This design comes from an exercise in tuning for small area, a short achievable clock period and few clock cycles per item on the open sky130 flow, not from production work.
In this exercise RTL edits were held to simulation tests only and were not proved equivalent to the original.

## flow/design.v (module list and top-level ports; edited modules follow where they fit)
// module tau_arith: 2056 lines
module tau_arith (
    input  wire        clk,
    input  wire        rst,           
    input  wire        in_valid,
    output wire        in_ready,
    input  wire        in_fn,         
    input  wire [63:0] in_a,
    input  wire [63:0] in_b,
    output reg         out_valid,
    output reg  [63:0] out_result,
    output reg         out_range
);
  // ...
==> flow/flow/run.sh <==
#!/bin/bash
# The standard layout, with repair_timing asked for more setup slack than the
# clock period needs, so that it sizes the critical paths up.
set -euo pipefail
bash standard.sh SETUP_SLACK_MARGIN=8 finish > standard_make.log 2>&1
==> flow/standard.sh <==
#!/bin/bash
# synth_recipe.tcl (not shown) runs the flow's synth.tcl, then flattens the netlist and writes it again
# the make line also repeats each setting of config.mk as NAME=value (left out here)
make -C /OpenROAD-flow-scripts/flow DESIGN_CONFIG=/design/flow/config.mk WORK_HOME=/design/flow/orfs CLKGATE_MAP_FILE= SYNTH_SCRIPT=/design/flow/synth_recipe.tcl "${@:-finish}"
==> flow/config.mk <==
export PLATFORM = sky130hd
export DESIGN_NAME = tau_arith
export DESIGN_NICKNAME = tau_arith
export VERILOG_FILES = /design/flow/design.v
export SDC_FILE = /design/flow/constraint.sdc
export NUM_CORES = 4
export LEC_CHECK = 0
export CAP_MARGIN = 20
export CORE_MARGIN = 2
export CORE_UTILIZATION = 40
export SLEW_MARGIN = 20
==> flow/constraint.sdc <==
create_clock -name core_clock -period 14.0 [get_ports {clk}]
set_input_delay 2.8000 -clock core_clock [delete_from_list [all_inputs] [get_ports {clk}]]
set_output_delay 2.8000 -clock core_clock [all_outputs]
set_load 0.01 [all_outputs]
==> flow_summary.ini, run 1 <==
[outcome]
run_status = no timing/DRC/antenna violations

[cts]
numCtsBuffers = 35
cts.sinks = 286
insertion_delay_ns = 0.58

[sta]
finalHoldViolCount = 0
worst_slew_pin_slew_ns = 1.22
setup_ws_ns = 7.52
post-route-min-period_ns = 6.48
fin_crit_sh_pct = 46.3

[layout]
multi_input_area_share_pct = 55.1
seqCellArea_um2 = 6890
multiInputGateArea_um2 = 18600
stdcell_count = 3962
n_all_buffers = 438
inv_count = 526

[die]
die_area_um2 = 68000
core_area_um2 = 65500
die_w_um = 261

[synthesis]
yosys-mux-area-fraction_pct = 1.25
yosys_most_used_dff = dfxtp_1
netlist_top_cells_count = inv_1 (521), fa_1 (362), ha_1 (216)
ys_warn_count = 1
ys_seq_area_share_pct = 25.7
synth_top_family_by_area = adder cells

[drt]
top_layer = met4
dr_wl_met3_um = 5930

[worst_setup_path]
r2r_start = s1_d[16]
cp-startpoint = s1_d[16]

[global_routing]
grt_overflow = 0
Testbench counts, summed over its fixed seeds: cycles 44,315, items 16,000.
==> run 2: changes to the inputs <==
==> flow/run.sh (new file) <==
#!/bin/bash
# synth_recipe.tcl (not shown) runs the flow's synth.tcl, then flattens the netlist and writes it again
# the make line also repeats each setting of config.mk as NAME=value (left out here)
make -C /OpenROAD-flow-scripts/flow DESIGN_CONFIG=/design/flow/config.mk WORK_HOME=/design/flow/orfs CLKGATE_MAP_FILE= SYNTH_SCRIPT=/design/flow/synth_recipe.tcl finish
removed: flow/flow/run.sh
removed: flow/standard.sh
==> flow_summary.ini, run 2 <==
[outcome]
run_status = no timing/DRC/antenna violations

[worst_hold_path]
worstHoldPathType = reg -> reg

[worst_setup_path]
path_buf_inv = 2
cp.required_ns = 14.28
worstPathArrival_ns = 7.73
critical_path_class = reg -> reg
cpMaxStageDelayCell = fa_1
cp-end-kind = flop
critical_path.startpoint_type = flop
cp_max_fo = 8
cp_top_family = adder cells
crit_top_cell = fa_1
max_stage_delay_ns = 0.58

[layout]
largest_reg_flops = 64
diodes = 0
fillers = 6207
nets = 3558
layout_common_cells = inv_1 (521), fa_1 (362), ha_1 (216)
layout_commonest_cell = inv_1
top_register = out_result
top_regs = out_result (64), dq (36)
drive_gt1_share_pct = 4.49
syn2layout_area_growth_pct = 15.2

[sta]
finalClockSkew_ns = 0.0323
whs_ns = 0.539
rsz0062_at_grt = no
fmax_mhz = 134
worst_slew_pin_slew_ns = 1.09
tns_ns = 0
fin_crit_sh_pct = 53.2
drv_slew = 0
post-route-min-period_ns = 7.45
finalSetupViolCount = 0
finalHoldViolCount = 0
slew_headroom_pct = 26.5
setup_ws_ns = 6.55

[cts]
clkTransAtPathRegs_ns = 0.06
postCtsHoldBufs = 0
cts.sinks = 286
clockRootBuffer = clkbuf_16
cts_setup_buffers = 0
cts_resized = 0
insertion_delay_ns = 0.58
numCtsBuffers = 35
cts_max_level = 2
cts_buffer_depth = 3
cts_tree = done

[synthesis]
synth_cell_types = 91
yosys_most_used_dff = dfxtp_1
yosys-top-cells-area = fa_1 (27%), dfxtp_1 (14%), edfxtp_1 (12%), ha_1 (10%), inv_1 (7.4%)
synthArstFlopShare_pct = 0
yosysTopAreaCellShare_pct = 27.5
syn-num-nets = 3384
netlist_top_cells_count = inv_1 (521), fa_1 (362), ha_1 (216)
ys_seq_area_share_pct = 25.7
synth_edf_count = 105
syn_inst = 2674
yosysTopAreaCell = fa_1
ys_ff_latch = 286
netlist_area_um2 = 26400
synth_most_common_cell = inv_1
syn_avg_cell_area_um2 = 9.87
ys_warn_count = 1

[drt]
vias = 19800
vias_per_cell = 5.30
routedWlPerCell_um = 23.4
drt_iter0_markers = 1583
route.detailed.drc = 0
antenna_left = 0
wirelength_um = 87500
drt_first_pass_iters = 6

[die]
die_w_um = 261
start_util_pct = 40.3
io-pin-count = 199
die_h_um = 261
die_area_um2 = 68000
row_count = 94
core_area_um2 = 65500

[global_routing]
grt_pass1_wl_um = 132000
grt_start_max_net_pins = 65
antenna_found_initial = 1
grtUsageTotal_pct = 26.3
grt_overflow = 0
grt_pass1_vias = 21100

[placed_design]
hpwlAfterDp_um = 72900
place_ws_ns = 6.52
port_buffers = 198
place_congestion = 0.929

[job]
cap_violations = 0
[run 2: cell types whose count changed in the layout (fill, tap and decap cells not counted), moves of 19 or more]
cell     change
inv_1       +48
ha_1        +26
a21oi_2     -28
dfxtp_4     -29
ha_4        -21
inv_2       -19
fa_2        -44
a21oi_1     +31
dfxtp_1     +32
buf_4      -198
fa_1        +44
[run 2: logic make-up (layout without fill, tap and decap cells)]
family          after synthesis  after routing  synth area share (%)
flops                       286            286                  25.7
simple gates                582            582                  10.8
compound gates              455            455                  11.3
mux                          31             31                  1.25
fa+ha+maj                   578            578                  37.7
xor+xnor                    136            136                  4.51
buf+inv                     606            804                  8.76
[run 2: cell type report]
type	instances	area (um2)	area share, %
clock buffer	43	916	3.01
timing repair buffer	217	2120	6.98
multi-input combinational	1782	17300	56.9
sequential	286	6780	22.3
tap	864	1080	3.56
inverter	526	1970	6.49
clock inverter	18	218	0.716
[run 2: path summary, 6_finish.rpt]
| kind | start | to | slack (ns) | cells after the start |
|---|---|---|---|---|
| worst max-delay path | s1_d[17] | out_result[19] | 6.55 | 26 |
| worst min-delay path | dq[31] | dq[35] | 0.54 | 1 |
| worst max register to register | s1_d[17] | out_result[19] | 6.55 | 26 |
| worst min register to register | dq[31] | dq[35] | 0.54 | 1 |
[run 2: through the flow]
step                cells  util (%)  area [um2]
floorplan            2674         -       26400
global placement     3675      44.7       29300
detailed placement   3675      44.7       29300
CTS                  3736      46.4       30400
global route         3736      46.4       30400
finish               3736      46.4       30400
[run 2: routing by layer]
layer / share of wire (%) / wire length (um) / GRT usage, %
met1: 44 / 38400 / 35.3
met3: 6.0 / 5260 / 4.43
met2: 47 / 41100 / 43.4
met5: 0 / 0 / 0
met4: 3.1 / 2720 / 7.83

-- separate check: timing with driven ports --
In the flow no input, the clock included, has a driving cell. The finished layouts below were timed again as built, in two steps.
Step 1, drivers: a clkbuf_16 drives clk and a buf_2 each remaining input, both assumed.
Step 2, shift: input delay + t, output delay - t, t = (earliest + latest rising clock arrival at the registers) / 2. This alone moves slack from input paths to output paths.
Slacks: ideal / step 1 / step 2; pairs: ideal / step 1.
run | shift t [ns] | setup WS [ns] | worst hold slack (ns) | slew at the worst register clock pin (ns) | worst data-port slew with drivers (ns)
run 1 | 0.621 | 7.516 / 7.516 / 7.516 | 0.550 / 0.550 / 0.550 | 0.07 / 0.07 | 0.08
run 2 | 0.623 | 6.548 / 6.548 / 6.548 | 0.539 / 0.539 / 0.539 | 0.06 / 0.06 | 0.07
After both steps setup and hold are still met in every run listed.
